Source: an optimization exercise on an open RTL-to-GDS flow (aim: small area). Production flows keep margins and buffers that such runs may drop. Function was checked by simulation only, so behaviour that the tests miss may differ from the original. Power and IR drop assume default switching activity.

## flow/area.script

```
strash
ifraig
scorr
dc2
strash
&get -n
&st
&syn2
&dch
&nf -a
&put
strash
dc2
&get -n
&st
&dch
&nf -a
&put
```

## flow/run.sh

```bash
#!/bin/bash
# Own layout flow: the standard flow (standard.sh) with four changes.
#  1. Synthesis: ORFS's synth.tcl with only its ABC script replaced by
#     flow/area.script (area-oriented mapping). The Yosys passes before ABC,
#     and so the register names and cells, are the standard synthesis's.
#  2. Global placement stays timing-driven, but does not keep the resizer's
#     buffering from its timing-driven iterations (GPL_KEEP_OVERFLOW=0).
#  3. CTS without dummy loads, with clkbuf_2 / clkbuf_4 (CTS_ARGS). The tree
#     stays balanced; no register's clock is skewed on purpose.
#  4. Every input and output port still gets its own buffer, a buf_2 in place
#     of the delay buffer ORFS picks (BUFFER_PORTS_ARGS).
# Floorplan, power grid, tap cells, port buffers, repair and routing are the
# standard flow's. Tool output: own_flow_make.log and orfs/logs/.
set -euo pipefail
W=$PWD
# synthesis script: ORFS's synth.tcl with only the ABC script replaced
sed 's|log_cmd abc {\*}$abc_args|log_cmd abc {*}[lreplace $abc_args 1 1 $::env(MY_ABC_SCRIPT)]|' \
    "$FLOW_HOME/scripts/synth.tcl" > "$W/own_synth_core.tcl"
grep -q MY_ABC_SCRIPT "$W/own_synth_core.tcl"
sed "s|source \$::env(SCRIPTS_DIR)/synth.tcl|source $W/own_synth_core.tcl|" \
    "$W/synth_recipe.tcl" > "$W/own_synth.tcl"
grep -q own_synth_core "$W/own_synth.tcl"
sed "s|SYNTH_SCRIPT=[^ ]*|SYNTH_SCRIPT=$W/own_synth.tcl|" "$W/standard.sh" > "$W/own_standard.sh"
grep -q own_synth.tcl "$W/own_standard.sh"
export MY_ABC_SCRIPT="$W/flow/area.script"
export GPL_KEEP_OVERFLOW=0
export BUFFER_PORTS_ARGS="-buffer_cell sky130_fd_sc_hd__buf_2"
export CTS_ARGS="-sink_clustering_enable -repair_clock_nets -buf_list {sky130_fd_sc_hd__clkbuf_2 sky130_fd_sc_hd__clkbuf_4} -dont_use_dummy_load"
bash "$W/own_standard.sh" finish > "$W/own_flow_make.log" 2>&1
test -f "$W/out/final.def"
```

## constraint.sdc

```tcl
create_clock -name core_clock -period 25.0 [get_ports {clk}]
set_input_delay 5.0000 -clock core_clock [delete_from_list [all_inputs] [get_ports {clk}]]
set_output_delay 5.0000 -clock core_clock [all_outputs]
set_load 0.01 [all_outputs]
```

## design.v

```verilog
module tally_timer #(
    parameter integer IDX = 0,       
    parameter integer NT  = 2        
) (
    input  wire          clk,
    input  wire          rst,
    input  wire          wr,
    input  wire [3:0]    woff,       
    input  wire [31:0]   wdata,
    input  wire [31:0]   wd0,        
    input  wire [31:0]   wd1,        
    input  wire [3:0]    roff,
    output reg  [31:0]   rdata,
    input  wire [7:0]    tb_evt,     
    input  wire [31:0]   car_evt,    
    input  wire          grid_evt,   
    input  wire [NT-1:0] zero_q,     
    output reg           out,
    output reg           zero_evt,   
    output reg           trig,       
    output wire          late_set,
    output wire          slip_set
);
    reg         en, mode;
    reg  [1:0]  tsrc_r;
    reg  [2:0]  tbsel;
    reg  [15:0] presc;
    reg  [31:0] rld;         
    reg  [31:0] rld_stg;     
    reg         pend;
    reg  [31:0] cmp [0:3];
    reg  [7:0]  act;
    reg  [1:0]  zact;
    reg  [7:0]  edg;
    reg  [2:0]  trigsel;
    reg         outinit;
    reg  [6:0]  syncsrc;     
    reg         once, once_done;
    reg  [32:0] c;           
    reg         dir;
    reg  [15:0] pc;          
    wire [1:0]  tsrc = (IDX == 0) ? {1'b0, tsrc_r[0]} : tsrc_r;
    wire wr_cfg  = wr && woff == 4'h0;
    wire wr_rld  = wr && woff == 4'h1;
    wire wr_act  = wr && woff == 4'h8;
    wire wr_sync = wr && woff == 4'h9;
    wire [3:0] wr_cmp;
    assign wr_cmp[0] = wr && woff == 4'h4;
    assign wr_cmp[1] = wr && woff == 4'h5;
    assign wr_cmp[2] = wr && woff == 4'h6;
    assign wr_cmp[3] = wr && woff == 4'h7;
    wire cfg_bad = (wdata[3:2] == 2'd3) ||
                   (IDX == 0 && wdata[3:2] == 2'd2) ||
                   (en && (wdata[1] != mode || wdata[3:2] != tsrc ||
                           wdata[6:4] != tbsel || wdata[31:16] != presc));
    wire cfg_ok  = wr_cfg && !cfg_bad;
    wire sync_ok = wr_sync && !wdata[7] && !(wdata[6] && wdata[5] && |wdata[4:1]) &&
                   wdata[7:0] != IDX + 1;
    wire        ld_cfg    = cfg_ok || rst;
    wire        ld_act    = wr_act || rst;
    wire        ld_sync   = sync_ok || rst;
    wire        mode_n    = ld_cfg ? wd0[1]     : mode;
    wire [1:0]  tsrc_n    = ld_cfg ? wd0[3:2]   : tsrc;
    wire [2:0]  tbsel_n   = ld_cfg ? wd0[6:4]   : tbsel;
    wire [15:0] presc_n   = ld_cfg ? wd0[31:16] : presc;
    wire [7:0]  act_n     = ld_act ? wd0[7:0]   : act;
    wire [1:0]  zact_n    = ld_act ? wd0[9:8]   : zact;
    wire [7:0]  edg_n     = ld_act ? wd0[17:10] : edg;
    wire [2:0]  trigsel_n = ld_act ? wd0[20:18] : trigsel;
    wire [6:0]  syncsrc_n = ld_sync ? wd0[6:0]  : syncsrc;
    wire        once_n    = ld_sync ? wd0[8]    : once;
    wire        once_done_pre = sync_ok ? 1'b0 : once_done;
    wire start   = cfg_ok && wdata[0] && !en;
    wire stop    = cfg_ok && !wdata[0];
    wire en_eff  = en && !stop;
    wire en_next = start || en_eff;
    reg src_ev;
    always @(*) begin
        case (tsrc)
            2'd0:    src_ev = 1'b1;
            2'd1:    src_ev = tb_evt[tbsel];
            2'd2:    src_ev = (IDX > 0) ? zero_q[(IDX > 0) ? IDX - 1 : 0] : 1'b0;
            default: src_ev = 1'b0;
        endcase
    end
    wire srcev = en_eff && src_ev;
    reg  [15:0] pc_inc;
    reg         pcc;
    integer q;
    always @(*) begin
        pcc = 1'b1;
        for (q = 0; q < 16; q = q + 1) begin
            pc_inc[q] = pc[q] ^ pcc;
            pcc = pcc & pc[q];
        end
    end
    wire pc_end = pc == presc;
    wire tick  = srcev && pc_end;
    reg sync_hit;
    always @(*) begin
        sync_hit = 1'b0;
        if (!syncsrc_n[6]) begin
            if (syncsrc_n[5:0] == 6'd1)      sync_hit = zero_q[0];
            else if (syncsrc_n[5:0] == 6'd2) sync_hit = zero_q[1];
        end else if (syncsrc_n[5:0] == 6'd33) begin
            sync_hit = grid_evt;
        end else if (syncsrc_n[5:0] != 6'd0) begin
            sync_hit = car_evt[syncsrc_n[4:0] - 5'd1];
        end
    end
    wire syncev = en_eff && sync_hit && !(once_n && once_done_pre);
    wire        c_is_r  = c[31:0] == rld;
    wire        wrap    = tick && (mode ? (dir && c[31:0] == 32'd1) : c_is_r);
    wire        turn    = tick && mode && !dir && c_is_r;
    wire        zero    = syncev || wrap;
    wire        c_nz    = c[31:0] != 32'd0;
    assign      slip_set = syncev && c_nz && !wrap;
    wire        reload  = (zero || start) && pend;
    wire        restart = zero || start;      
    wire [31:0] rld_n   = reload ? rld_stg : rld;
    wire        down    = dir || (mode && c_is_r);
    reg  [31:0] c_step;
    reg         stc;
    integer b;
    always @(*) begin
        stc = 1'b1;
        for (b = 0; b < 32; b = b + 1) begin
            c_step[b] = c[b] ^ stc;
            stc = stc & (c[b] ^ down);
        end
    end
    wire [31:0] cn      = restart ? 32'd0 : tick ? c_step : c[31:0];
    wire        dn      = restart ? 1'b0 : (dir || turn);
    wire        updn    = mode_n;
    wire [31:0] t2, t3;
    wire        cin2, pol2, frc2, frcv2, cin3, pol3, frc3, frcv3;
    wire [33:0] tup;
    reg         lth0_q, lth1_q, fl0_q, fl1_q, big0_q, big1_q;
    wire        lth0, lth1, fl0, fl1, big0, big1;
    wire        cn_lt_h = restart || (tick ? lth1_q : lth0_q);             
    wire        flag    = tick ? (turn ? |rld[31:2] : fl1_q) : fl0_q;      
    wire        big     = tick ? (!turn && big1_q) : big0_q;              
    tally_bounds u_bnd (
        .a({!en_next & c[32], cn}), .hsel(en_next), .rr(rld_n), .updn(updn), .dn(dn),
        .flag(flag), .cn_lt_h(cn_lt_h), .big(big),
        .t2(t2), .cin2(cin2), .pol2(pol2), .frc2(frc2), .frcv2(frcv2),
        .t3(t3), .cin3(cin3), .pol3(pol3), .frc3(frc3), .frcv3(frcv3),
        .lth0(lth0), .lth1(lth1), .fl0(fl0), .fl1(fl1), .big0(big0), .big1(big1), .tup(tup)
    );
    always @(posedge clk) begin
        lth0_q <= lth0; lth1_q <= lth1; fl0_q <= fl0; fl1_q <= fl1;
        big0_q <= big0; big1_q <= big1;
    end
    wire        conv    = cfg_ok && !start && (wdata[1] != mode) &&
                          (mode ? dir : fl0);
    reg  [31:0] cmp_n  [0:3];
    wire [3:0]  fu, fd, lt, inu, ind, d0u, d0d;
    reg  [3:0]  su_q, sd_q, zu_q, zd_q;
    wire        eqw = wdata == cn;
    wire        mv  = tick && !restart;
    always @(posedge clk) begin
        su_q <= inu; sd_q <= ind; zu_q <= d0u; zd_q <= d0d;
    end
    genvar g;
    generate
        for (g = 0; g < 4; g = g + 1) begin : g_pt
            always @(*) cmp_n[g] = (wr_cmp[g] || rst) ? wd1 : cmp[g];
            tally_point u_pt (
                .cc(cmp_n[g]), .cn(cn), .dn(dn), .updn(updn), .edg(edg_n[2*g +: 2]),
                .wrk(wr_cmp[g] || wr_act), .wc(wr_cmp[g]), .eqw(eqw), .rsz(restart), .mv(mv),
                .su(su_q[g]), .sd(sd_q[g]), .zu(zu_q[g]), .zd(zd_q[g]),
                .cn_lt_h(cn_lt_h), .flag(flag),
                .t2(t2), .cin2(cin2), .pol2(pol2), .frc2(frc2), .frcv2(frcv2),
                .t3(t3), .cin3(cin3), .pol3(pol3), .frc3(frc3), .frcv3(frcv3),
                .fu(fu[g]), .fd(fd[g]), .late(lt[g]),
                .in_u(inu[g]), .in_d(ind[g]), .d0_u(d0u[g]), .d0_d(d0d[g])
            );
        end
    endgenerate
    wire [3:0] fire = {4{en_next && (wr_act || restart || tick)}} & (fu | fd) |
                      {4{en_next}} & wr_cmp & (fu | fd);
    assign late_set = en_next && |lt;
    reg act_set, act_clr, act_tog;
    reg out_n;
    integer j;
    always @(*) begin
        act_set = 1'b0; act_clr = 1'b0; act_tog = 1'b0;
        if (zero) begin
            act_set = zact_n == 2'd1;
            act_clr = zact_n == 2'd2;
            act_tog = zact_n == 2'd3;
        end
        for (j = 0; j < 4; j = j + 1) begin
            if (fire[j]) begin
                if (act_n[2*j +: 2] == 2'd1) act_set = 1'b1;
                if (act_n[2*j +: 2] == 2'd2) act_clr = 1'b1;
                if (act_n[2*j +: 2] == 2'd3) act_tog = 1'b1;
            end
        end
        out_n = start ? outinit : out;
        if (act_clr)      out_n = 1'b0;
        else if (act_set) out_n = 1'b1;
        else if (act_tog) out_n = !out_n;
    end
    reg trig_n;
    always @(*) begin
        case (trigsel_n)
            3'd1:    trig_n = zero;
            3'd2:    trig_n = fire[0];
            3'd3:    trig_n = fire[1];
            3'd4:    trig_n = fire[2];
            3'd5:    trig_n = fire[3];
            default: trig_n = 1'b0;
        endcase
    end
    integer m;
    always @(posedge clk) begin
        if (rst) begin
            en <= 1'b0;
            rld <= 32'hFFFF_FFFF; pend <= 1'b0;
            once_done <= 1'b0;
            c <= 33'd0; dir <= 1'b0; pc <= 16'd0; out <= 1'b0; zero_evt <= 1'b0; trig <= 1'b0;
        end else begin
            en <= en_next;
            once_done <= once_done_pre || (syncev && once_n);
            rld <= rld_n;
            if (wr_rld) begin
                pend    <= 1'b1;
            end else if (reload) begin
                pend    <= 1'b0;
            end
            if (conv) begin
                c   <= tup[32:0];
                dir <= !mode;
            end else begin
                c   <= {(en_next ? 1'b0 : c[32]), cn};
                dir <= dn;
            end
            if (start || syncev)
                pc <= 16'd0;
            else if (srcev)
                pc <= pc_end ? 16'd0 : pc_inc;
            out      <= out_n;
            zero_evt <= zero;
            trig     <= trig_n;
        end
    end
    always @(posedge clk) begin
        mode <= mode_n; tsrc_r <= tsrc_n; tbsel <= tbsel_n; presc <= presc_n;
        act <= act_n; zact <= zact_n; edg <= edg_n; trigsel <= trigsel_n;
        if (ld_act) outinit <= wd0[21];
        syncsrc <= syncsrc_n; once <= once_n;
        for (m = 0; m < 4; m = m + 1)
            cmp[m] <= cmp_n[m];
        if (wr_rld || rst)
            rld_stg <= (wd1[31:1] == 31'd0) ? 32'd2 : wd1;
    end
    always @(*) begin
        case (roff)
            4'h0:    rdata = {presc, 9'd0, tbsel, tsrc, mode, en};
            4'h1:    rdata = pend ? rld_stg : rld;
            4'h2:    rdata = c[31:0];
            4'h3:    rdata = {28'd0, once_done, pend, out, dir};
            4'h4:    rdata = cmp[0];
            4'h5:    rdata = cmp[1];
            4'h6:    rdata = cmp[2];
            4'h7:    rdata = cmp[3];
            4'h8:    rdata = {10'd0, outinit, trigsel, edg, zact, act};
            4'h9:    rdata = {23'd0, once, 1'b0, syncsrc};
            default: rdata = 32'd0;
        endcase
    end
endmodule
module tally_bounds #(
    parameter integer W = 32
) (
    input  wire [W:0]   a,
    input  wire         hsel,
    input  wire [W-1:0] rr,
    input  wire         updn,
    input  wire         dn,
    input  wire         flag,       
    input  wire         cn_lt_h,    
    input  wire         big,        
    output reg  [W-1:0] t2,
    output reg          cin2, pol2, frc2, frcv2,
    output reg  [W-1:0] t3,
    output reg          cin3, pol3, frc3, frcv3,
    output wire         lth0,       
    output wire         lth1,       
    output wire         fl0,        
    output wire         fl1,        
    output wire         big0,       
    output wire         big1,       
    output wire [W+1:0] tup
);
    function automatic [W+1:0] add34(input [W+1:0] a, input [W+1:0] b, input cin);
        integer i;
        reg c;
        begin
            c = cin;
            for (i = 0; i < W+2; i = i + 1) begin
                add34[i] = a[i] ^ b[i] ^ c;
                c = (a[i] & b[i]) | (c & (a[i] ^ b[i]));
            end
        end
    endfunction
    wire [W+1:0] dlo  = add34({2'b0, a[W-1:0]}, ~{3'b0, rr[W-1:1]}, !(!updn & rr[0]));   
    assign lth0       = dlo[W+1];
    assign lth1       = dlo[W+1] && !(&dlo[W:0]);
    wire [W+1:0] esum = add34({1'b0, a}, {3'b0, rr[W-1:1] & {(W-1){hsel}}}, hsel & !updn);
    wire [W+1:0] ex   = add34(esum, ~{2'b0, rr}, 1'b0);                                
    assign fl0        = !ex[W+1];
    assign fl1        = !ex[W+1] && (|ex[W:0]);
    assign tup        = add34({2'b0, rr}, ~ex, 1'b0);                                  
    assign big0       = tup[W+1] | tup[W];
    assign big1       = big0 | (&tup[W-1:0]);
    always @(*) begin
        t2 = dlo[W-1:0]; cin2 = 1'b1; pol2 = 1'b0; frc2 = 1'b0; frcv2 = 1'b0;
        t3 = ~dlo[W-1:0]; cin3 = 1'b1; pol3 = 1'b1; frc3 = 1'b0; frcv3 = 1'b0;
        if (!updn) begin
            if (cn_lt_h) begin
                t2 = rr;          cin2 = 1'b1; pol2 = 1'b1;
                t3 = esum[W-1:0]; cin3 = 1'b1; pol3 = 1'b0;
            end else begin
                t2 = dlo[W-1:0];  cin2 = 1'b1; pol2 = 1'b0;
            end
        end else if (!dn) begin
            t2 = dlo[W-1:0];      cin2 = 1'b1; pol2 = 1'b0; frc2 = cn_lt_h; frcv2 = 1'b1;
            if (cn_lt_h) begin
                t3 = ~dlo[W-1:0]; cin3 = 1'b1; pol3 = 1'b1;
            end else begin
                t3 = rr;          cin3 = 1'b0; pol3 = 1'b0;
            end
        end else begin
            t2 = tup[W-1:0];      cin2 = 1'b1; pol2 = 1'b0; frc2 = big; frcv2 = 1'b0;
            if (flag) begin
                t3 = rr;          cin3 = 1'b1; pol3 = 1'b1;
            end else begin
                t3 = esum[W-1:0]; cin3 = 1'b0; pol3 = 1'b1;
            end
        end
    end
endmodule
module tally_point #(
    parameter integer W = 32
) (
    input  wire [W-1:0] cc,
    input  wire [W-1:0] cn,
    input  wire        dn,
    input  wire        updn,
    input  wire [1:0]  edg,
    input  wire        wrk,        
    input  wire        wc,         
    input  wire        eqw,        
    input  wire        rsz,        
    input  wire        mv,         
    input  wire        su, sd,     
    input  wire        zu, zd,     
    input  wire        cn_lt_h,
    input  wire        flag,
    input  wire [W-1:0] t2,
    input  wire        cin2, pol2, frc2, frcv2,
    input  wire [W-1:0] t3,
    input  wire        cin3, pol3, frc3, frcv3,
    output wire        fu,
    output wire        fd,
    output wire        late,
    output reg         in_u,
    output reg         in_d,
    output wire        d0_u,
    output wire        d0_d
);
    function automatic lt_chain(input [W-1:0] a, input [W-1:0] b, input cin);
        integer i;
        reg c;
        begin
            c = cin;
            for (i = 0; i < W; i = i + 1)
                c = (~a[i] & b[i]) | (~a[i] & c) | (b[i] & c);
            lt_chain = c;
        end
    endfunction
    wire k1r  = lt_chain(cc, cn, !dn);            
    wire k2r  = lt_chain(cc, t2, cin2);
    wire k3r  = lt_chain(cc, t3, cin3);
    wire k2   = frc2 ? frcv2 : (pol2 ? k2r : !k2r);
    wire k3   = frc3 ? frcv3 : (pol3 ? k3r : !k3r);
    wire zc   = cc == {W{1'b0}};
    always @(*) begin
        if (!updn) begin
            in_u = cn_lt_h ? (k1r || (k2 && k3)) : (k1r && k2);
            in_d = 1'b0;
        end else if (!dn) begin
            in_u = k1r && k2;
            in_d = cn_lt_h ? (!zc && k3) : (k3 && k1r);    
        end else begin
            in_u = flag && k2 && k3;
            in_d = !k1r && k3;
        end
    end
    wire top   = updn && !dn && !cn_lt_h && k3 && k1r;       
    assign d0_u = rsz ? zc : wc ? (!dn && eqw) : mv ? (in_u && !su) : zu;
    assign d0_d = rsz ? 1'b0 : wc ? (dn ? eqw : top) : mv ? (in_d && !sd) : zd;
    wire any   = !updn || zc || top;
    wire up_en = edg[0] || (any && edg[1]);
    assign fu   = up_en && (wrk ? in_u : d0_u);
    assign fd   = edg[1] && (wrk ? in_d : d0_d);
    assign late = wrk && ((fu && !d0_u) || (fd && !d0_d));
endmodule
module tally_block #(
    parameter integer NT = 2,
    parameter integer NP = 4
) (
    input  wire          clk,
    input  wire          rst,
    input  wire          we,
    input  wire          re,
    input  wire [11:0]   addr,
    input  wire [31:0]   wdata,
    output reg  [31:0]   rdata,
    input  wire [7:0]    tb_evt,
    input  wire [31:0]   car_evt,
    input  wire          grid_evt,
    output wire [NP-1:0] tal_pin,
    output wire [NP-1:0] tal_oe,
    output wire [NT-1:0] trig
);
    wire [NT-1:0] out, zero_q, late_set, slip_set;
    wire [31:0]   wd0 = wdata & {32{!rst}};
    wire [31:0]   wd1 = wdata | {32{rst}};
    wire [31:0]   t_rdata [0:NT-1];
    genvar t;
    generate
        for (t = 0; t < NT; t = t + 1) begin : g_tim
            tally_timer #(.IDX(t), .NT(NT)) u_tim (
                .clk      (clk),
                .rst      (rst),
                .wr       (we && addr[11:10] == 2'b00 && addr[9:6] == t),
                .woff     (addr[5:2]),
                .wdata    (wdata),
                .wd0      (wd0),
                .wd1      (wd1),
                .roff     (addr[5:2]),
                .rdata    (t_rdata[t]),
                .tb_evt   (tb_evt),
                .car_evt  (car_evt),
                .grid_evt (grid_evt),
                .zero_q   (zero_q),
                .out      (out[t]),
                .zero_evt (zero_q[t]),
                .trig     (trig[t]),
                .late_set (late_set[t]),
                .slip_set (slip_set[t])
            );
        end
    endgenerate
    reg       pin_sel [0:NP-1];
    reg       pin_inv [0:NP-1];
    reg       pin_oe  [0:NP-1];
    genvar p;
    generate
        for (p = 0; p < NP; p = p + 1) begin : g_pin
            assign tal_pin[p] = out[pin_sel[p]] ^ pin_inv[p];
            assign tal_oe[p]  = pin_oe[p];
        end
    endgenerate
    reg [NT-1:0] late, slip;
    wire wr_late = we && addr == 12'hF00;
    wire wr_slip = we && addr == 12'hF08;
    integer i;
    always @(posedge clk) begin
        if (rst) begin
            late <= {NT{1'b0}};
            slip <= {NT{1'b0}};
        end else begin
            late <= (late & ~(wr_late ? wdata[NT-1:0] : {NT{1'b0}})) | late_set;
            slip <= (slip & ~(wr_slip ? wdata[NT-1:0] : {NT{1'b0}})) | slip_set;
        end
    end
    always @(posedge clk) begin
        for (i = 0; i < NP; i = i + 1) begin
            if ((we && addr == 12'h800 + 4 * i) || rst) begin
                pin_sel[i] <= |wd0[5:0];
                pin_inv[i] <= wd0[6];
                pin_oe[i]  <= wd0[7];
            end
        end
    end
    reg [31:0] rd_n;
    always @(*) begin
        rd_n = 32'd0;
        if (addr[11:10] == 2'b00 && addr[9:6] < NT)
            rd_n = t_rdata[addr[9:6]];
        for (i = 0; i < NP; i = i + 1)
            if (addr == 12'h800 + 4 * i)
                rd_n = {24'd0, pin_oe[i], pin_inv[i], 5'd0, pin_sel[i]};
        if (addr == 12'hF00) rd_n = {{(32 - NT){1'b0}}, late};
        if (addr == 12'hF08) rd_n = {{(32 - NT){1'b0}}, slip};
    end
    always @(posedge clk) begin
        if (rst)
            rdata <= 32'd0;
        else if (re)
            rdata <= rd_n;
    end
endmodule
```

## config.mk

```make
export PLATFORM = sky130hd
export DESIGN_NAME = tally_block
export DESIGN_NICKNAME = tally_block
export VERILOG_FILES = /design/flow/design.v
export SDC_FILE = /design/flow/constraint.sdc
export NUM_CORES = 8
export LEC_CHECK = 0
export ABC_AREA = 1
export CAP_MARGIN = 25
export CORE_MARGIN = 2
export CORE_UTILIZATION = 40
export PLACE_DENSITY = 0.6
export SETUP_SLACK_MARGIN = 0.3
export SLEW_MARGIN = 20
```

## standard.sh

```bash
#!/bin/bash
# synth_recipe.tcl (not shown) runs the flow's synth.tcl, then flattens the netlist and writes it again
# the make line also repeats each setting of config.mk as NAME=value (left out here)
make -C /OpenROAD-flow-scripts/flow DESIGN_CONFIG=/design/flow/config.mk WORK_HOME=/design/flow/orfs CLKGATE_MAP_FILE= SYNTH_SCRIPT=/design/flow/synth_recipe.tcl "${@:-finish}"
```

==> flow_metrics.env, run 1 <==
export IMPL_critPathKind="primary input to register"
export IMPL_startpoint_type="primary input"
export IMPL_grt_pass1_vias=58700
export IMPL_fin_crit_sh_pct=97.6
export IMPL_cts_sink_count=691
export IMPL_worst_pin_slew_ns=1.37
export IMPL_initial_core_util_pct=40.2
export IMPL_ys_ff_latch=691
export IMPL_yosysUniqueCellTypes=76
export IMPL_p_seq_share_pct=49.6
export IMPL_drv_cap=0
export IMPL_nFillCells=12800
export IMPL_tritoncts="built"
export IMPL_drt_pass1_iter_count=14
export IMPL_port_buffer_count=130
export IMPL_p_sw_share_pct=32.3
export IMPL_ant_nets=0
export IMPL_die_w_um=362
export IMPL_layout_commonest_cell="clkinv_1"
export IMPL_synth_area_per_cell_um2=8.34
export IMPL_grt_busiest_layer="met2"
export IMPL_core_um2=127000
export IMPL_power_per_cell_area_nw_per_um2=39.2
export IMPL_cts_root_buf="clkbuf_4"
export IMPL_grt_antenna_before_repair=22
export IMPL_vdd_drop_max_mv=0.0467
export IMPL_layout_common_cells="586 x clkinv_1, 573 x nor2_1, 570 x dfxtp_1"
export IMPL_max_stage_delay_ns=0.62
export IMPL_clockPowerShare_pct=37.5
export IMPL_syn_to_final_growth_pct=18.4
export IMPL_max_freq_mhz=41.0
export IMPL_synth_fp_nets=6518
export IMPL_num_io_pins=131
export IMPL_stdcell_area_um2=60600
export IMPL_post_drt_wl_per_cell_um=38.9
export IMPL_setup_viol=0
export IMPL_clkSlewWorstSetupHoldPaths_ns=0.06
export IMPL_synth_warning_count=19
export IMPL_gp_congestion=1.07
export IMPL_die_h_um=362
export IMPL_skew_ns=0.148
export IMPL_cp_arrival_ns=25.52
export IMPL_viasPerCell=7.38
export IMPL_synthArstFlopShare_pct=0
export IMPL_syn_area_um2=51200
export IMPL_rsz0062_at_grt="no"
export IMPL_drc=0
export IMPL_grt_max_degree=91
export IMPL_vias=62200
export IMPL_rows=131
export IMPL_drt_initial_drc_count=10100
export IMPL_cts_buffer_depth=3
export IMPL_critPathMaxFanout=13
export IMPL_outcome="complete, no violations"
export IMPL_ys_flop_type="dfxtp_1"
export IMPL_hold_class="register to register"
export IMPL_synth_edf_count=119
export IMPL_numCtsBuffers=207
export IMPL_maxSlewHeadroom_pct=7.54
export IMPL_dieArea_um2=131000
export IMPL_critPathSlowestCell="fa_2"
export IMPL_overflow=0
export IMPL_grt_pass1_wl_mm=451
export IMPL_synth_seq_area_share_pct=29.4
export IMPL_cp_num_buf_inv=11
export IMPL_grt_total_usage_pct=48.2
export IMPL_cp_common_cell="fa_2"
export IMPL_tns_ns=0
export IMPL_cp_top_family="adder cells"
export IMPL_met3_usage_pct=13.9
export IMPL_placed_area_um2=57100
export IMPL_finalNetCount=7143
export IMPL_hold_viol_final=0
export IMPL_drt_wl_total_mm=328
export IMPL_crit_path_end_kind="register"
export IMPL_required_ns=26.10
export IMPL_p_comb_share_pct=12.9
export IMPL_leakage_nw=19.7
export IMPL_dpl_hpwl_mm=251
export IMPL_grtUsageMet1_pct=58.2
export IMPL_power_switching_mw=0.768
export IMPL_drive_above_1_share_pct=15.7
export IMPL_met2_usage_pct=73.3
export IMPL_htree_levels=4
export IMPL_clock_latency_ns=1.30
export IMPL_period_needed_ns=24.41
export IMPL_syn_inst=6137
export IMPL_intPower_mw=1.61
export IMPL_drv_slew=0
[flip-flops by register name, indices dropped and copies added, names as in the netlist, 8 cells and up]
signal,cells
g_tim.u_tim.rld,64
g_tim.u_tim.act,16
g_tim.u_tim.sd_q,8
g_tim.u_tim.rld_stg,64
g_tim.u_tim.c,66
g_tim.u_tim.su_q,8
g_tim.u_tim.presc,32
g_tim.u_tim.edg,16
g_tim.u_tim.zu_q,8
g_tim.u_tim.cmp,256
rdata,32
g_tim.u_tim.pc,32
g_tim.u_tim.zd_q,8
g_tim.u_tim.syncsrc,14
[layer usage]
metal  wire [um]  vias up
met1      118000    30600
met3       40300     1371
li1            -    25200
met2      140000     5039
met5         374        -
met4       29900       24
[cell families (layout without fill, tap and decap cells)]
group,Yosys count,count (layout),share of synthesized area (%)
xor gates and xnor gates,242,242,4.14
DFF,691,691,29.4
and+or+nand+nor,1649,1651,15.0
AOI/OAI and AO/OA,2517,2517,33.4
other,0,15,0
buffers and inverters,616,1237,4.56
muxes,128,128,2.71
adders and majority gates,294,294,10.8
[synth_stat cells (all sizes together) (21+ instances only)]
master	n	area [um^2]
clkinv	610	2290
nor2	603	2260
dfxtp	572	11500
o22ai	528	3300
a21oi	440	2200
o21ai	392	1960
nand2	377	1420
a22oi	287	2150
fa	248	4960
a221oi	157	1380
xnor2	141	1230
nand4	133	832
edfxtp	119	3570
nor3	109	546
nor4	109	682
mux2i	108	1080
nand3	103	515
xor2	101	885
a22o	92	806
a211oi	91	683
o22a	72	631
a222oi	69	691
o221ai	61	534
ha	44	551
nand2b	40	250
a31oi	37	231
o211ai	33	248
or3	30	188
and3	28	175
or2	28	175
a21o	24	180
o21a	23	173
and2	21	131
o2111ai	21	184
o221a	21	236
o31ai	21	158
[final timing paths]
check                                                     from                       endpoint  slack (ns)  cells after the start
worst min-delay path                    rdata[24]$_SDFFE_PP0P_         rdata[24]$_SDFFE_PP0P_        0.46                      2
worst max-delay path                                  wdata[0]  g_tim[1].u_tim.out$_SDFF_PP0_        0.59                     71
worst max register to register  g_tim[1].u_tim.c[1]$_SDFF_PP0_  g_tim[1].u_tim.out$_SDFF_PP0_        3.75                     58
worst min register to register          rdata[24]$_SDFFE_PP0P_         rdata[24]$_SDFFE_PP0P_        0.46                      2
[final cells by class]
cell class / instances / area [um^2] / area share (%)
Timing Repair Buffer: 420 / 3690 / 6.10
Sequential cell: 691 / 15000 / 24.8
Clock buffer: 207 / 1550 / 2.56
Tap cell: 1662 / 2080 / 3.43
Inverter: 610 / 2340 / 3.87
Multi-Input combinational cell: 4832 / 35900 / 59.2
Antenna cell: 15 / 37.5 / 0.0619
[timing repair]
action	4_1_cts	5_1_grt
setup endpoints to repair	109	10
resized for setup	120	140
hold buffers	0	0
buffers inserted	47	34
pin swaps	50	86
cloned	4	1
[power by group through the flow]
stage / Clock (mW) / Combinational, mW / Sequential (mW)
3_3_place_gp: 0 / 0.255 / 1.20
2_1_floorplan: 0 / 0.120 / 1.19
5_1_grt: 0.937 / 0.305 / 1.18
6_report: 0.891 / 0.306 / 1.18
3_5_place_dp: 0 / 0.270 / 1.20
4_1_cts: 0.884 / 0.281 / 1.18
[tightest hold or removal path, cell delays in order, from the launching register on]
cell     delay [ns]
dfxtp_1        0.30
nand2_1        0.06
a21oi_1        0.05
[through the flow]
step | hold WS [ns] | total power [mW] | setup slack, ns | utilization, % | cells
2_1_floorplan | 0.429 | 1.31 | -2.33 | - | 6137
3_3_place_gp | 0.442 | 1.46 | -13.06 | 42.6 | 7923
3_5_place_dp | 0.449 | 1.47 | -4.04 | 44.9 | 8110
4_1_cts | 0.459 | 2.34 | 0.299 | 46.9 | 8368
5_1_grt | 0.488 | 2.42 | 0.269 | 47.6 | 8431
6_report | 0.457 | 2.38 | 0.589 | 47.6 | 8437
==> run 2: changes to the inputs <==
==> flow/area.script (replaced) <==
strash
ifraig
scorr
dc2
strash
&get -n
&st
&syn2
&dch
&nf -R 50
&put
==> run 2 against run 1 <==
Still clean. Count of clock-buffer cells in the layout shrank 8. Critical path depth shrank 3. Largest cell class unchanged. Largest power group unchanged. Fmax shrank 0.63%. Highest routed layer unchanged. Hold slack gained 0.0094 ns.
==> flow_metrics.env, run 2 <==
export IMPL_outcome="complete, no violations"
export IMPL_rr_startpoint="g_tim[0].u_tim.mode$_DFF_P_"
export IMPL_yosysMostFrequentCell="nor2_1"
export IMPL_dieArea_um2=128000
export IMPL_ys_ff_latch=691
export IMPL_die_h_um=358
export IMPL_power_mw=2.40
export IMPL_nFillCells=12300
export IMPL_critPathMaxFanout=10
export IMPL_synth_seq_area_share_pct=30.1
export IMPL_vdd_drop_max_mv=0.0497
export IMPL_reg_top3="g_tim.u_tim.cmp: 256 flops, g_tim.u_tim.c: 66 flops"
export IMPL_netlist_top_cells_count="796 x nor2_1, 572 x dfxtp_1, 523 x a21oi_1, 411 x nand2_1, 339 x clkinv_1"
export IMPL_htree_levels=4
export IMPL_leakage_nw=19.1
export IMPL_finish_utilization_pct=47.1
export IMPL_finalNonFillerCells=8133
export IMPL_hold_depth=2
export IMPL_max_stage_delay_ns=0.70
export IMPL_max_freq_mhz=40.7
export IMPL_initial_core_util_pct=40.4
export IMPL_worst_pin_slew_ns=1.25
export IMPL_power_per_cell_area_nw_per_um2=41.1
export IMPL_drive_above_1_share_pct=14.0
export IMPL_synth_warning_count=19
export IMPL_gp_congestion=1.05
export IMPL_synth_top_area_share_pct=22.9
export IMPL_critPathSlowestCell="a222oi_1"
export IMPL_grt_pass1_wl_mm=404
export IMPL_cts_root_buf="clkbuf_4"
export IMPL_drt_initial_drc_count=9543
export IMPL_worstHoldStart="rdata[26]$_SDFFE_PP0P_"
export IMPL_drt_wl_total_mm=291
export IMPL_syn_area_um2=50000
export IMPL_cts_hold_buf=0
export IMPL_synth_fp_nets=6313
export IMPL_tritoncts="built"
export IMPL_grt_total_usage_pct=43.9
export IMPL_syn_inst=5932
export IMPL_period_needed_ns=24.57
export IMPL_port_buffer_count=130
export IMPL_core_um2=124000
export IMPL_hold_class="register to register"
export IMPL_synth_area_leaders="dfxtp_1 23%, fa_1 9.9%, edfxtp_1 7.1%"
export IMPL_startpoint_type="primary input"
export IMPL_synth_area_per_cell_um2=8.43
export IMPL_yosysTopAreaCell="dfxtp_1"
export IMPL_ys_flop_type="dfxtp_1"
export IMPL_regMostFlops="g_tim.u_tim.cmp"
export IMPL_holdPathEnd="rdata[26]$_SDFFE_PP0P_"
export IMPL_crit_path_end_kind="register"
export IMPL_rsz0062_at_grt="no"
export IMPL_clkSlewWorstSetupHoldPaths_ns=0.07
export IMPL_post_drt_wl_per_cell_um=35.7
export IMPL_layout_commonest_cell="nor2_1"
export IMPL_die_w_um=358
export IMPL_required_ns=26.09
export IMPL_place_ws_ns=-3.65
export IMPL_drc=0
export IMPL_synthArstFlopShare_pct=0
export IMPL_finalNetCount=6867
export IMPL_cp_arrival_ns=25.65
export IMPL_grt_pass1_vias=53800
export IMPL_placed_area_um2=55100
export IMPL_cts_sink_count=691
export IMPL_largest_reg_flops=256
export IMPL_dpl_hpwl_mm=220
export IMPL_overflow=0
export IMPL_num_io_pins=131
export IMPL_syn_to_final_growth_pct=16.7
export IMPL_cts_buffer_depth=3
export IMPL_drv_cap=0
export IMPL_rows=129
export IMPL_maxSlewHeadroom_pct=15.6
export IMPL_dp_cells=7810
export IMPL_numCtsBuffers=199
export IMPL_reg2reg_depth=68
export IMPL_drt_pass1_iter_count=7
export IMPL_critPathKind="primary input to register"
export IMPL_ff2ff_setup_slack_ns=3.94
export IMPL_vias=58100
export IMPL_skew_ns=0.128
export IMPL_grt_antenna_before_repair=9
export IMPL_fin_crit_sh_pct=98.3
export IMPL_grt_max_degree=107
export IMPL_yosysUniqueCellTypes=69
export IMPL_hold_viol_final=0
export IMPL_viasPerCell=7.14
export IMPL_drv_slew=0
export IMPL_r2r_end="g_tim[0].u_tim.out$_SDFF_PP0_"
export IMPL_stdcell_area_um2=58400
export IMPL_ant_nets=0
export IMPL_layout_common_cells="761 x nor2_1, 570 x dfxtp_1, 503 x a21oi_1"
export IMPL_cp_common_cell="fa_1"
export IMPL_setup_slack_ns=0.434
export IMPL_clock_latency_ns=1.30
export IMPL_setup_viol=0
export IMPL_synth_edf_count=119
-- run 2: cell types whose count changed in the layout (fill, tap and decap cells not counted), moves of 70 or more --
cell and change:
o221ai_1 +114, a21oi_1 +75, a221oi_1 +117, a22o_1 -70
o22ai_1 -252, nor2_1 +188, o21ai_0 -88, clkinv_1 -265
-- run 2: worst max-delay path: cells and delay by family --
| kind | cells | cell delay (ns) |
|---|---|---|
| multiplexers | 1 | 0.36 |
| AND/OR/NAND/NOR | 13 | 2.47 |
| adder cells (fa/ha/maj) | 30 | 12.08 |
| buffers and inverters | 6 | 1.14 |
| XOR/XNOR | 3 | 0.66 |
| AO/OA/AOI/OAI | 15 | 3.88 |
-- run 2: how the worst max path moves through the flow --
stage / to / from
after global placement: late[1]$_SDFF_PP0_ / rst
after floorplan: g_tim[1].u_tim.out$_SDFF_PP0_ / addr[10]
after global routing: g_tim[1].u_tim.out$_SDFF_PP0_ / addr[10]
final: g_tim[0].u_tim.out$_SDFF_PP0_ / wdata[24]
after CTS: g_tim[0].u_tim.out$_SDFF_PP0_ / addr[10]
after detailed placement: g_tim[0].u_tim.out$_SDFF_PP0_ / addr[2]
-- run 2: repair_timing --
item	in CTS	in global routing
gates resized for setup	88	134
pin swaps	22	69
gates cloned	4	0
setup buffers	42	45
endpoints found under the hold margin	0	0
endpoints found under the setup margin	109	6
-- run 2: cells by family (layout without fill, tap and decap cells) --
group | after synthesis | in the layout | synth area share, %
compound gates | 2188 | 2188 | 29.5
simple gates | 1953 | 1957 | 18.0
flops | 691 | 691 | 30.1
buf+inv | 345 | 893 | 2.64
fa+ha+maj | 317 | 317 | 11.5
xor+xnor | 274 | 274 | 4.80
mux | 164 | 164 | 3.44
other cells | 0 | 12 | 0
-- run 2: final cells by class --
class	count	area, um^2	share of cell area (%)
diodes	12	30.0	0.0515
well taps	1637	2050	3.51
flip-flops and latches	691	15000	25.8
repair buffers	355	3160	5.41
inverters	339	1310	2.24
multi-input cells	4900	35300	60.5
clock buffers	199	1490	2.56
-- run 2: power by group --
group	leakage, nW	internal (mW)	switching, mW
Sequential	5.80	1.16	0.0327
Combinational	12.3	0.100	0.252
Clock	0.916	0.357	0.503
-- run 2: metrics by stage --
step | hold WS (ns) | TNS (ns)
6_report | 0.466 | 0
4_1_cts | 0.468 | 0
5_1_grt | 0.487 | 0
3_3_place_gp | 0.451 | -826.01
2_1_floorplan | 0.446 | -6.60
3_5_place_dp | 0.460 | -219.37
-- run 2: per-layer routing --
metal	vias up	routed length (um)	global-route usage (%)	share of wire, %
met5	-	104	0	0.036
met4	4	23500	28.3	8.1
met3	977	34300	10.8	12
met2	4521	124000	65.5	43
met1	28500	109000	56.7	37
li1	24100	-	-	-
==> run 3: changes to the inputs <==
--- a/config.mk
+++ b/config.mk
@@ -9,6 +9,6 @@
 export CAP_MARGIN = 25
 export CORE_MARGIN = 2
 export CORE_UTILIZATION = 40
-export PLACE_DENSITY = 0.6
+export PLACE_DENSITY = 0.7
 export SETUP_SLACK_MARGIN = 0.3
 export SLEW_MARGIN = 20
==> run 3 against run 2 <==
Still clean. Clock skew up 0.027 ns. Count of clock-buffer cells in the layout unchanged. Final area up 1.7%. First-iteration DRC count up 11%. Sequential cell count unchanged. Sequential share of layout area down 0.43 points. Fmax about the same. Hold slack worse by 0.0029 ns. Die area unchanged. Highest routed layer is now met4.
==> flow_metrics.env, run 3 <==
export IMPL_skew_ns=0.155
export IMPL_hold_viol_final=0
export IMPL_startpoint="wdata[1]"
export IMPL_post_drt_wl_per_cell_um=35.8
export IMPL_grt_antenna_before_repair=6
export IMPL_viasPerCell=7.26
export IMPL_synth_seq_area_share_pct=30.1
export IMPL_syn_area_um2=50000
export IMPL_cp_common_cell="fa_1"
export IMPL_p_comb_share_pct=14.8
export IMPL_maxSlewHeadroom_pct=7.34
export IMPL_htree_levels=4
export IMPL_synth_area_leaders="dfxtp_1 23%, fa_1 9.9%, edfxtp_1 7.1%"
export IMPL_ff2ff_setup_slack_ns=3.69
export IMPL_cp_arrival_ns=25.66
export IMPL_drt_initial_drc_count=10600
export IMPL_clock_latency_ns=1.29
export IMPL_rows=129
export IMPL_required_ns=26.11
export IMPL_leakage_nw=19.5
export IMPL_num_io_pins=131
export IMPL_fin_crit_sh_pct=98.2
export IMPL_finalNetCount=6916
export IMPL_grt_total_usage_pct=44.1
export IMPL_placed_area_um2=55200
export IMPL_grt_pass1_wl_mm=407
export IMPL_tritoncts="built"
export IMPL_period_needed_ns=24.55
export IMPL_synthArstFlopShare_pct=0
export IMPL_ys_ff_latch=691
export IMPL_finalNonFillerCells=8180
export IMPL_layout_common_cells="763 x nor2_1, 570 x dfxtp_1, 489 x a21oi_1"
export IMPL_intPower_mw=1.62
export IMPL_finish_utilization_pct=47.9
export IMPL_yosysTopAreaCell="dfxtp_1"
export IMPL_synth_area_per_cell_um2=8.43
export IMPL_max_stage_delay_ns=0.80
export IMPL_setup_viol=0
export IMPL_port_buffer_count=130
export IMPL_gp_congestion=1.06
export IMPL_synth_warning_count=19
export IMPL_overflow=0
export IMPL_regMostFlops="g_tim.u_tim.cmp"
export IMPL_drv_slew=0
export IMPL_synth_top_area_share_pct=22.9
export IMPL_p_sw_share_pct=32.8
export IMPL_max_freq_mhz=40.7
export IMPL_ys_flop_type="dfxtp_1"
export IMPL_stdcell_area_um2=59300
export IMPL_dp_cells=7809
export IMPL_drt_wl_total_mm=293
export IMPL_reg_top3="g_tim.u_tim.cmp: 256 flops, g_tim.u_tim.c: 66 flops"
export IMPL_crit_path_end_kind="register"
export IMPL_vias=59400
export IMPL_rr_startpoint="g_tim[0].u_tim.mode$_DFF_P_"
export IMPL_dieArea_um2=128000
export IMPL_netlist_top_cells_count="796 x nor2_1, 572 x dfxtp_1, 523 x a21oi_1, 411 x nand2_1, 339 x clkinv_1"
export IMPL_startpoint_type="primary input"
export IMPL_cts_root_buf="clkbuf_4"
export IMPL_outcome="complete, no violations"
export IMPL_synth_edf_count=119
export IMPL_cts_hold_buf=0
export IMPL_drt_pass1_iter_count=25
export IMPL_layout_commonest_cell="nor2_1"
export IMPL_syn_to_final_growth_pct=18.7
export IMPL_drive_above_1_share_pct=15.7
export IMPL_clockPowerShare_pct=35.9
export IMPL_cts_sink_count=691
export IMPL_die_w_um=358
export IMPL_synth_fp_nets=6313
export IMPL_largest_reg_flops=256
export IMPL_critPathSlowestCell="a222oi_1"
export IMPL_core_um2=124000
export IMPL_yosysMostFrequentCell="nor2_1"
export IMPL_critPathMaxFanout=31
export IMPL_vdd_drop_max_mv=0.0549
export IMPL_syn_inst=5932
export IMPL_cts_buffer_depth=3
export IMPL_worst_pin_slew_ns=1.38
export IMPL_worstHoldStart="rdata[12]$_SDFFE_PP0P_"
export IMPL_power_switching_mw=0.788
export IMPL_hold_class="register to register"
export IMPL_yosysUniqueCellTypes=69
export IMPL_initial_core_util_pct=40.4
export IMPL_die_h_um=358
export IMPL_ant_nets=0
export IMPL_grt_pass1_vias=54700
export IMPL_hold_ws_ns=0.463
export IMPL_p_seq_share_pct=49.3
export IMPL_critPathKind="primary input to register"
export IMPL_drc=0
export IMPL_rsz0062_at_grt="yes"
export IMPL_numCtsBuffers=199
export IMPL_clkSlewWorstSetupHoldPaths_ns=0.06
export IMPL_drv_cap=0
export IMPL_power_per_cell_area_nw_per_um2=40.5
export IMPL_dpl_hpwl_mm=218
export IMPL_grt_max_degree=85
-- run 3: cell counts after synthesis --
Identical to the previous run, type by type.
-- run 3: cell type report --
cell class                      instances  area, um^2
Timing Repair Buffer                  403        3670
Fill cell                           12000       64500
Tap cell                             1637        2050
Multi-Input combinational cell       4901       35800
Clock buffer                          199        1490
Sequential cell                       691       15000
Inverter                              339        1300
Antenna cell                           10        25.0
-- run 3: logic make-up (layout without fill, tap and decap cells) --
group / after synthesis / count (layout) / share of synthesized area, %
adder cells (fa/ha/maj): 317 / 317 / 11.5
flip-flops: 691 / 691 / 30.1
AND/OR/NAND/NOR: 1953 / 1958 / 18.0
buffers and inverters: 345 / 941 / 2.64
other: 0 / 10 / 0
multiplexers: 164 / 164 / 3.44
XOR/XNOR: 274 / 274 / 4.80
AO/OA/AOI/OAI: 2188 / 2188 / 29.5
-- run 3: power by group through the flow --
| stage | sequential [mW] | combinational [mW] | clock, mW |
|---|---|---|---|
| after floorplan | 1.19 | 0.160 | 0 |
| after global placement | 1.21 | 0.301 | 0 |
| after detailed placement | 1.21 | 0.315 | 0 |
| after CTS | 1.18 | 0.323 | 0.856 |
| after global routing | 1.18 | 0.360 | 0.908 |
| final | 1.19 | 0.355 | 0.864 |
-- run 3: path summary, 6_finish.rpt --
| path | depth (start not counted) | endpoint |
|---|---|---|
| worst max-delay path | 69 | g_tim[0].u_tim.out$_SDFF_PP0_ |
| worst min-delay path | 2 | rdata[12]$_SDFFE_PP0P_ |
| worst max register to register | 69 | g_tim[0].u_tim.out$_SDFF_PP0_ |
| worst min register to register | 2 | rdata[12]$_SDFFE_PP0P_ |
-- run 3: metal layers --
metal	share of wire, %	up-vias	global-route usage, %	wire length (um)
li1	-	24200	-	-
met1	36	28800	55.7	106000
met2	42	5107	65.8	123000
met3	13	1249	11.4	37700
met4	8.9	0	30.7	26000
met5	0	-	0	0
-- run 3: worst max-delay path: cells and delay by family --
kind,cells,cell delay (ns)
adders and majority gates,31,12.25
AOI/OAI and AO/OA,16,4.22
and+or+nand+nor,12,2.07
buffers and inverters,7,1.30
muxes,1,0.36
xor gates and xnor gates,2,0.36
-- run 3: repair_timing --
action | 4_1_cts | 5_1_grt
resized for setup | 119 | 205
buffers inserted | 56 | 74
pin swaps | 36 | 95
setup endpoints to repair | 109 | 6
hold endpoints to repair | 0 | 0
gates cloned | 6 | 1
-- run 3: per-stage QoR --
stage | TNS [ns] | worst slack (ns) | power (mW)
finish | 0 | 0.451 | 2.40
global route | -0.0156 | -0.0156 | 2.45
CTS | 0 | 0.294 | 2.36
detailed placement | -208.09 | -3.90 | 1.52
global placement | -822.21 | -9.82 | 1.51
floorplan | -6.60 | -1.29 | 1.35
==> run 4: changes to the inputs <==
--- a/config.mk
+++ b/config.mk
@@ -9,6 +9,6 @@
 export CAP_MARGIN = 25
 export CORE_MARGIN = 2
 export CORE_UTILIZATION = 40
-export PLACE_DENSITY = 0.7
-export SETUP_SLACK_MARGIN = 0.3
+export PLACE_DENSITY = 0.6
+export SETUP_SLACK_MARGIN = 0.5
 export SLEW_MARGIN = 20
==> run 4 against run 3 <==
Still clean on timing, DRC and antenna. Combinational power about the same. Die area unchanged. Non-clock buffer count decreased by 28. Via count decreased by 1.3%. Clock skew decreased by 0.014 ns. Worst setup slack improved by 0.15 ns. Global-route usage decreased by 1.3 points. Power decreased by 0.91%. Core utilization decreased by 0.42 points. Count of clock-buffer cells in the layout decreased by 5. Routed wire length decreased by 2.8%. Area after synthesis unchanged. Largest power group unchanged.
==> flow_metrics.env, run 4 <==
export IMPL_post_drt_wl_per_cell_um=34.9
export IMPL_netlist_top_cells_count="796 x nor2_1, 572 x dfxtp_1, 523 x a21oi_1, 411 x nand2_1, 339 x clkinv_1"
export IMPL_startpoint_type="primary input"
export IMPL_grt_total_usage_pct=42.9
export IMPL_yosysUniqueCellTypes=69
export IMPL_max_stage_delay_ns=0.66
export IMPL_clkSlewWorstSetupHoldPaths_ns=0.07
export IMPL_critPathKind="primary input to register"
export IMPL_vias=58600
export IMPL_rows=129
export IMPL_worst_pin_slew_ns=1.22
export IMPL_outcome="complete, no violations"
export IMPL_finalNonFillerCells=8148
export IMPL_period_needed_ns=24.40
export IMPL_grt_pass1_wl_mm=396
export IMPL_cts_root_buf="clkbuf_4"
export IMPL_largest_reg_flops=256
export IMPL_maxSlewHeadroom_pct=16.2
export IMPL_regMostFlops="g_tim.u_tim.cmp"
export IMPL_cp_arrival_ns=25.53
export IMPL_cts_hold_buf=0
export IMPL_grt_max_degree=98
export IMPL_hold_class="register to register"
export IMPL_finalNetCount=6883
export IMPL_gp_congestion=1.08
export IMPL_drv_cap=0
export IMPL_max_freq_mhz=41.0
export IMPL_reg_top3="g_tim.u_tim.cmp: 256 flops, g_tim.u_tim.c: 66 flops"
export IMPL_port_buffer_count=130
export IMPL_num_io_pins=131
export IMPL_grt_antenna_before_repair=9
export IMPL_dpl_hpwl_mm=215
export IMPL_syn_to_final_growth_pct=17.7
export IMPL_cts_buffer_depth=3
export IMPL_synth_area_leaders="dfxtp_1 23%, fa_1 9.9%, edfxtp_1 7.1%"
export IMPL_dieArea_um2=128000
export IMPL_drv_slew=0
export IMPL_drt_pass1_iter_count=9
export IMPL_viasPerCell=7.20
export IMPL_vdd_drop_max_mv=0.0359
export IMPL_critPathMaxFanout=32
export IMPL_synthArstFlopShare_pct=0
export IMPL_die_h_um=358
export IMPL_required_ns=26.13
export IMPL_dp_cells=7812
export IMPL_tns_ns=0
export IMPL_overflow=0
export IMPL_syn_area_um2=50000
export IMPL_skew_ns=0.141
export IMPL_power_mw=2.38
export IMPL_grt_pass1_vias=54100
export IMPL_cp_common_cell="fa_2"
export IMPL_power_per_cell_area_nw_per_um2=40.5
export IMPL_place_ws_ns=-3.69
export IMPL_hold_viol_final=0
export IMPL_clock_latency_ns=1.26
export IMPL_synth_seq_area_share_pct=30.1
export IMPL_setup_viol=0
export IMPL_rsz0062_at_grt="yes"
export IMPL_htree_levels=4
export IMPL_synth_fp_nets=6313
export IMPL_leakage_nw=19.2
export IMPL_crit_path_end_kind="register"
export IMPL_ys_flop_type="dfxtp_1"
export IMPL_yosysMostFrequentCell="nor2_1"
export IMPL_core_um2=124000
export IMPL_critPathSlowestCell="or4_4"
export IMPL_fin_crit_sh_pct=97.6
export IMPL_die_w_um=358
export IMPL_drc=0
export IMPL_layout_commonest_cell="nor2_1"
export IMPL_drt_wl_total_mm=285
export IMPL_tritoncts="built"
export IMPL_synth_edf_count=119
export IMPL_drt_initial_drc_count=10100
export IMPL_syn_inst=5932
export IMPL_setup_slack_ns=0.603
export IMPL_ant_nets=0
export IMPL_numCtsBuffers=194
export IMPL_ys_ff_latch=691
export IMPL_synth_warning_count=19
export IMPL_yosysTopAreaCell="dfxtp_1"
export IMPL_initial_core_util_pct=40.4
export IMPL_drive_above_1_share_pct=14.8
export IMPL_layout_common_cells="762 x nor2_1, 570 x dfxtp_1, 499 x a21oi_1"
export IMPL_synth_area_per_cell_um2=8.43
export IMPL_synth_top_area_share_pct=22.9
export IMPL_cts_sink_count=691
run 4: final timing paths:
kind	depth (start not counted)	slack [ns]	to	from
setup / recovery	72	0.60	g_tim[1].u_tim.out$_SDFF_PP0_	wdata[1]
hold / removal	2	0.46	rdata[26]$_SDFFE_PP0P_	rdata[26]$_SDFFE_PP0P_
hold reg to reg	2	0.46	rdata[26]$_SDFFE_PP0P_	rdata[26]$_SDFFE_PP0P_
setup reg to reg	69	3.52	g_tim[0].u_tim.out$_SDFF_PP0_	g_tim[0].u_tim.mode$_DFF_P_
run 4: kinds of logic (layout without fill, tap and decap cells):
logic type,after synthesis,count (layout),share of synthesized area [%]
adders and majority gates,317,317,11.5
AOI/OAI and AO/OA,2188,2188,29.5
muxes,164,164,3.44
buffers and inverters,345,908,2.64
DFF,691,691,30.1
xor gates and xnor gates,274,275,4.80
and+or+nand+nor,1953,1957,18.0
other,0,11,0
run 4: layer usage:
layer	vias up	part of all wire, %	track usage (%)
li1	24200	-	-
met1	28700	37	55.1
met2	4643	41	62.4
met3	1082	13	11.6
met4	8	8.5	29.7
met5	-	0.021	0
run 4: stage by stage:
step / utilization [%] / instance area (um^2) / hold slack, ns
finish: 47.5 / 58800 / 0.461
global route: 47.5 / 58800 / 0.496
CTS: 46.5 / 57600 / 0.468
detailed placement: 44.5 / 55100 / 0.461
global placement: 42.8 / 53000 / 0.450
floorplan: - / 50400 / 0.446
run 4: final cells by class:
type / instances / area [um^2]
tap: 1637 / 2050
multi-input combinational: 4901 / 35600
sequential: 691 / 15000
fill: 12200 / 65000
inverter: 339 / 1310
antenna: 11 / 27.5
timing repair buffer: 375 / 3390
clock buffer: 194 / 1460
run 4: worst max-delay path, delay by kind of cell:
kind	cells	cell delay (ns)
muxes	2	0.37
and+or+nand+nor	13	3.42
buffers and inverters	10	1.32
AOI/OAI and AO/OA	13	2.47
adders and majority gates	34	12.88
run 4: timing repair:
item,4_1_cts,5_1_grt
gates resized for setup,133,162
setup buffers,57,50
gates cloned,5,1
setup endpoints to repair,111,7
pin swaps,43,74
run 4: power breakdown:
group | internal [mW] | switching, mW | leakage (nW)
Clock | 0.348 | 0.491 | 0.893
Combinational | 0.102 | 0.251 | 12.5
Sequential | 1.16 | 0.0349 | 5.80
==> run 5: changes to the inputs <==
==> flow/area.script (replaced) <==
strash
ifraig
scorr
dc2
strash
&get -n
&st
&syn2
&dch
&nf -R 50
&put
buffer -c
topo
upsize -c
dnsize -c
--- a/config.mk
+++ b/config.mk
@@ -10,5 +10,5 @@
 export CORE_MARGIN = 2
 export CORE_UTILIZATION = 40
 export PLACE_DENSITY = 0.6
-export SETUP_SLACK_MARGIN = 0.5
+export SETUP_SLACK_MARGIN = 0.3
 export SLEW_MARGIN = 20
==> run 5 against run 4 <==
Still clean. Routed wire length shrank 0.96%. Critical path depth decreased by 4. First-iteration DRC count rose by 1.8%. Critical path type unchanged. Largest power group unchanged.
==> flow_metrics.env, run 5 <==
export IMPL_startpoint_type="primary input"
export IMPL_reg_top3="g_tim.u_tim.cmp: 256 flops, g_tim.u_tim.c: 66 flops"
export IMPL_largest_reg_flops=256
export IMPL_layout_common_cells="743 x nor2_1, 570 x dfxtp_1, 467 x a21oi_1"
export IMPL_regMostFlops="g_tim.u_tim.cmp"
export IMPL_max_freq_mhz=40.9
export IMPL_core_um2=131000
export IMPL_leakage_nw=20.2
export IMPL_cp_top_family="adder cells"
export IMPL_overflow=0
export IMPL_die_w_um=367
export IMPL_p_comb_share_pct=14.7
export IMPL_drt_pass1_iter_count=10
export IMPL_netlist_top_cells_count="770 x nor2_1, 572 x dfxtp_1, 487 x a21oi_1, 404 x nand2_1, 331 x inv_1"
export IMPL_drive_above_1_share_pct=17.0
export IMPL_finish_utilization_pct=44.9
export IMPL_vias=58400
export IMPL_placed_area_um2=55400
export IMPL_hold_depth=2
export IMPL_synth_fp_nets=6748
export IMPL_synth_edf_count=119
export IMPL_drc=0
export IMPL_drt_wl_total_mm=282
export IMPL_yosysUniqueCellTypes=132
export IMPL_critPathKind="primary input to register"
export IMPL_hold_class="register to register"
export IMPL_cts_buffer_depth=3
export IMPL_initial_core_util_pct=40.2
export IMPL_synth_area_leaders="dfxtp_1 22%, fa_1 9.4%, edfxtp_1 6.8%"
export IMPL_worst_pin_slew_ns=1.24
export IMPL_cts_sink_count=691
export IMPL_layout_commonest_cell="nor2_1"
export IMPL_ys_ff_latch=691
export IMPL_cp_num_buf_inv=6
export IMPL_cp_common_cell="fa_2"
export IMPL_tritoncts="built"
export IMPL_hold_ws_ns=0.463
export IMPL_skew_ns=0.162
export IMPL_vdd_drop_max_mv=0.0541
export IMPL_syn_to_final_growth_pct=11.8
export IMPL_finalNetCount=6853
export IMPL_place_ws_ns=-4.24
export IMPL_ant_nets=0
export IMPL_p_seq_share_pct=50.0
export IMPL_power_mw=2.38
export IMPL_synth_area_per_cell_um2=8.29
export IMPL_clkSlewWorstSetupHoldPaths_ns=0.07
export IMPL_port_buffer_count=130
export IMPL_grt_max_degree=108
export IMPL_htree_levels=4
export IMPL_setup_viol=0
export IMPL_power_switching_mw=0.773
export IMPL_power_per_cell_area_nw_per_um2=40.3
export IMPL_grt_total_usage_pct=39.9
export IMPL_syn_inst=6367
export IMPL_p_sw_share_pct=32.5
export IMPL_grt_pass1_vias=52700
export IMPL_numCtsBuffers=194
export IMPL_synth_seq_area_share_pct=28.5
export IMPL_rsz0062_at_grt="yes"
export IMPL_synth_top_area_share_pct=21.7
export IMPL_intPower_mw=1.60
export IMPL_num_io_pins=131
export IMPL_tns_ns=0
export IMPL_ff2ff_setup_slack_ns=3.95
export IMPL_viasPerCell=7.09
export IMPL_worst_path_stages=68
export IMPL_ys_flop_type="dfxtp_1"
export IMPL_nFillCells=13100
export IMPL_clock_latency_ns=1.27
export IMPL_outcome="complete, no violations"
export IMPL_cts_root_buf="clkbuf_4"
export IMPL_hold_viol_final=0
export IMPL_syn_area_um2=52800
export IMPL_stdcell_area_um2=59000
export IMPL_synthArstFlopShare_pct=0
export IMPL_post_drt_wl_per_cell_um=34.2
export IMPL_yosysMostFrequentCell="nor2_1"
export IMPL_clockPowerShare_pct=35.3
export IMPL_dpl_hpwl_mm=211
export IMPL_cp_arrival_ns=25.61
export IMPL_critPathMaxFanout=9
export IMPL_dp_cells=7899
export IMPL_yosysTopAreaCell="dfxtp_1"
export IMPL_drv_cap=0
export IMPL_grt_pass1_wl_mm=394
export IMPL_die_h_um=367
export IMPL_critPathSlowestCell="or4_2"
export IMPL_drv_slew=0
export IMPL_finalNonFillerCells=8240
export IMPL_fin_crit_sh_pct=97.7
export IMPL_rows=133
export IMPL_period_needed_ns=24.43
export IMPL_required_ns=26.18
export IMPL_dieArea_um2=135000
export IMPL_crit_path_end_kind="register"
export IMPL_max_stage_delay_ns=0.86
export IMPL_setup_slack_ns=0.573
export IMPL_gp_congestion=1.03
export IMPL_synth_warning_count=19
export IMPL_grt_antenna_before_repair=18
export IMPL_reg2reg_depth=69
export IMPL_maxSlewHeadroom_pct=17.7
export IMPL_drt_initial_drc_count=10300
## run 5: worst reg2reg max path, delay by kind of cell (launching register included)
| family | cells | cell delay [ns] |
|---|---|---|
| AO/OA/AOI/OAI | 17 | 4.32 |
| flip-flops | 1 | 0.61 |
| AND/OR/NAND/NOR | 12 | 2.12 |
| buffers and inverters | 7 | 1.43 |
| adder cells (fa/ha/maj) | 30 | 11.76 |
| multiplexers | 1 | 0.37 |
| XOR/XNOR | 2 | 0.33 |
## run 5: metal layers
| layer | global-route usage [%] | vias to the layer above | routed length, um |
|---|---|---|---|
| met1 | 53.4 | 28300 | 109000 |
| li1 | - | 24100 | - |
| met2 | 57.1 | 4973 | 114000 |
| met5 | 0 | - | 181 |
| met4 | 21.8 | 16 | 18600 |
| met3 | 12.1 | 1044 | 39800 |
## run 5: cells by family (layout without fill, tap and decap cells)
logic type | Yosys count | after routing | share of synthesized area [%]
compound gates | 2188 | 2188 | 28.6
simple gates | 1953 | 1959 | 17.6
buf+inv | 780 | 877 | 6.50
flops | 691 | 691 | 28.5
fa+ha+maj | 317 | 317 | 10.9
xor+xnor | 274 | 274 | 4.61
mux | 164 | 164 | 3.29
other cells | 0 | 15 | 0
## run 5: layout make-up
cell class	count	area [um^2]	area share, %
Clock buffer	194	1460	2.47
Timing Repair Buffer	344	3070	5.20
Multi-Input combinational cell	4902	35900	60.9
Inverter	339	1310	2.21
Sequential cell	691	15000	25.5
Antenna cell	15	37.5	0.0636
Tap cell	1755	2200	3.72
## run 5: timing repair
action | in CTS | in global routing
hold buffers | 0 | 0
pin swaps | 30 | 128
cloned | 5 | 3
setup buffers | 46 | 64
gates resized for setup | 64 | 186
endpoints found under the setup margin | 110 | 6
## run 5: path summary, 6_finish.rpt
path	from	to
setup / recovery	wdata[28]	g_tim[1].u_tim.out$_SDFF_PP0_
hold / removal	rdata[6]$_SDFFE_PP0P_	rdata[6]$_SDFFE_PP0P_
setup reg to reg	g_tim[0].u_tim.mode$_DFF_P_	g_tim[0].u_tim.out$_SDFF_PP0_
hold reg to reg	rdata[6]$_SDFFE_PP0P_	rdata[6]$_SDFFE_PP0P_
## run 5: power by group through the flow
stage / Combinational [mW] / Clock (mW) / Sequential, mW
after floorplan: 0.188 / 0 / 1.19
after global placement: 0.305 / 0 / 1.21
after detailed placement: 0.314 / 0 / 1.21
after CTS: 0.320 / 0.836 / 1.19
after global routing: 0.355 / 0.885 / 1.19
final: 0.349 / 0.839 / 1.19
==> run 6: changes to the inputs <==
--- a/flow/run.sh
+++ b/flow/run.sh
@@ -25,6 +25,6 @@
 export MY_ABC_SCRIPT="$W/flow/area.script"
 export GPL_KEEP_OVERFLOW=0
 export BUFFER_PORTS_ARGS="-buffer_cell sky130_fd_sc_hd__buf_2"
-export CTS_ARGS="-sink_clustering_enable -repair_clock_nets -buf_list {sky130_fd_sc_hd__clkbuf_2 sky130_fd_sc_hd__clkbuf_4} -dont_use_dummy_load"
+export CTS_ARGS="-sink_clustering_enable -repair_clock_nets -sink_clustering_size 6 -sink_clustering_max_diameter 80 -buf_list {sky130_fd_sc_hd__clkbuf_2 sky130_fd_sc_hd__clkbuf_4} -dont_use_dummy_load"
 bash "$W/own_standard.sh" finish > "$W/own_flow_make.log" 2>&1
 test -f "$W/out/final.def"
==> flow/area.script (replaced) <==
strash
ifraig
scorr
dc2
strash
&get -n
&st
&syn2
&dch
&nf -R 50
&put
==> run 6 against run 5 <==
Still clean on timing, DRC and antenna. Clock skew decreased by 0.0062 ns. Hold slack improved by 0.0090 ns. Die area decreased by 5.2%. Power decreased by 4.6%. Non-clock buffer count increased by 11. Area after synthesis decreased by 5.3%. Synthesized cell count decreased by 6.8%. Critical path type unchanged. Highest routed layer unchanged.
==> flow_metrics.env, run 6 <==
export IMPL_drv_slew=0
export IMPL_dpl_hpwl_mm=220
export IMPL_power_switching_mw=0.767
export IMPL_period_needed_ns=24.50
export IMPL_layout_common_cells="760 x nor2_1, 570 x dfxtp_1, 499 x a21oi_1"
export IMPL_rows=129
export IMPL_stdcell_area_um2=58000
export IMPL_gp_congestion=1.05
export IMPL_reg2reg_depth=68
export IMPL_grt_total_usage_pct=44.0
export IMPL_viasPerCell=7.18
export IMPL_port_buffer_count=130
export IMPL_finalNetCount=6802
export IMPL_syn_to_final_growth_pct=16.0
export IMPL_grt_pass1_wl_mm=404
export IMPL_grt_max_degree=107
export IMPL_drt_wl_total_mm=291
export IMPL_dp_cells=7810
export IMPL_die_h_um=358
export IMPL_layout_commonest_cell="nor2_1"
export IMPL_synth_fp_nets=6313
export IMPL_startpoint_type="primary input"
export IMPL_cp_common_cell="fa_1"
export IMPL_multiInputGateArea_um2=35400
export IMPL_synth_edf_count=119
export IMPL_nFillCells=12300
export IMPL_setup_viol=0
export IMPL_vias=57900
export IMPL_cts_hold_buf=0
export IMPL_synthArstFlopShare_pct=0
export IMPL_post_drt_wl_per_cell_um=36.1
export IMPL_worst_pin_slew_ns=1.36
export IMPL_yosysUniqueCellTypes=69
export IMPL_outcome="complete, no violations"
[run 6: through the flow]
stage / utilization (%) / hold WS [ns] / TNS (ns) / setup slack [ns]
5_1_grt: 46.8 / 0.491 / 0 / 0.110
2_1_floorplan: - / 0.446 / -6.60 / -1.29
6_report: 46.9 / 0.472 / 0 / 0.503
3_5_place_dp: 44.5 / 0.460 / -219.37 / -3.65
3_3_place_gp: 42.8 / 0.451 / -826.01 / -9.89
4_1_cts: 46.0 / 0.472 / 0 / 0.263
[run 6: logic make-up after synthesis]
group,synth area share (%)
mux,3.44
fa+ha+maj,11.5
buf+inv,2.64
simple gates,18.0
flops,30.1
compound gates,29.5
xor+xnor,4.80
[run 6: timing repair]
item,4_1_cts,5_1_grt
gates cloned,4,0
gates resized for setup,103,151
pin swaps,32,70
setup buffers,51,37
setup endpoints to repair,109,6
[run 6: layer usage]
layer | track usage (%) | wire length (um) | vias to the layer above
met5 | 0 | 11 | -
li1 | - | - | 23900
met4 | 27.7 | 23700 | 2
met1 | 56.4 | 108000 | 28500
met3 | 11.5 | 35000 | 1005
met2 | 65.9 | 124000 | 4522
[run 6: worst min path at each step]
stage / startpoint / end / depth (start not counted) / slack, ns
5_1_grt: rdata[6]$_SDFFE_PP0P_ / rdata[6]$_SDFFE_PP0P_ / 2 / 0.49
6_report: rdata[26]$_SDFFE_PP0P_ / rdata[26]$_SDFFE_PP0P_ / 2 / 0.47
4_1_cts: rdata[26]$_SDFFE_PP0P_ / rdata[26]$_SDFFE_PP0P_ / 2 / 0.47
3_3_place_gp: rdata[26]$_SDFFE_PP0P_ / rdata[26]$_SDFFE_PP0P_ / 2 / 0.45
3_5_place_dp: rdata[26]$_SDFFE_PP0P_ / rdata[26]$_SDFFE_PP0P_ / 2 / 0.46
2_1_floorplan: g_tim[1].u_tim.trigsel[1]$_DFF_P_ / g_tim[1].u_tim.trigsel[1]$_DFF_P_ / 2 / 0.45
[run 6: cell type report]
| cell class | instances | area share, % |
|---|---|---|
| Tap cell | 1637 | 3.53 |
| Clock buffer | 134 | 1.73 |
| Sequential cell | 691 | 25.9 |
| Timing Repair Buffer | 355 | 5.47 |
| Multi-Input combinational cell | 4900 | 61.1 |
| Inverter | 339 | 2.25 |
| Antenna cell | 11 | 0.0475 |
[run 6: critical path, delay by kind of cell]
kind / cells / cell delay, ns
AND/OR/NAND/NOR: 13 / 2.40
AO/OA/AOI/OAI: 15 / 3.97
multiplexers: 1 / 0.36
adder cells (fa/ha/maj): 30 / 11.97
buffers and inverters: 6 / 1.10
XOR/XNOR: 3 / 0.64
[run 6: power groups by stage]
stage               Combinational [mW]  Clock (mW)  Sequential, mW
global route                     0.361       0.764            1.19
CTS                              0.328       0.721            1.18
detailed placement               0.323           0            1.21
global placement                 0.308           0            1.21
floorplan                        0.160           0            1.19
finish                           0.355       0.726            1.19

Check on run 6: ideal ports give 0.503 ns setup slack; a clkbuf_16 on the clock port and buf_2 on the inputs give 0.530 ns; moving port delays by the midpoint clock arrival (1.227 ns) as well gives -0.697 ns.
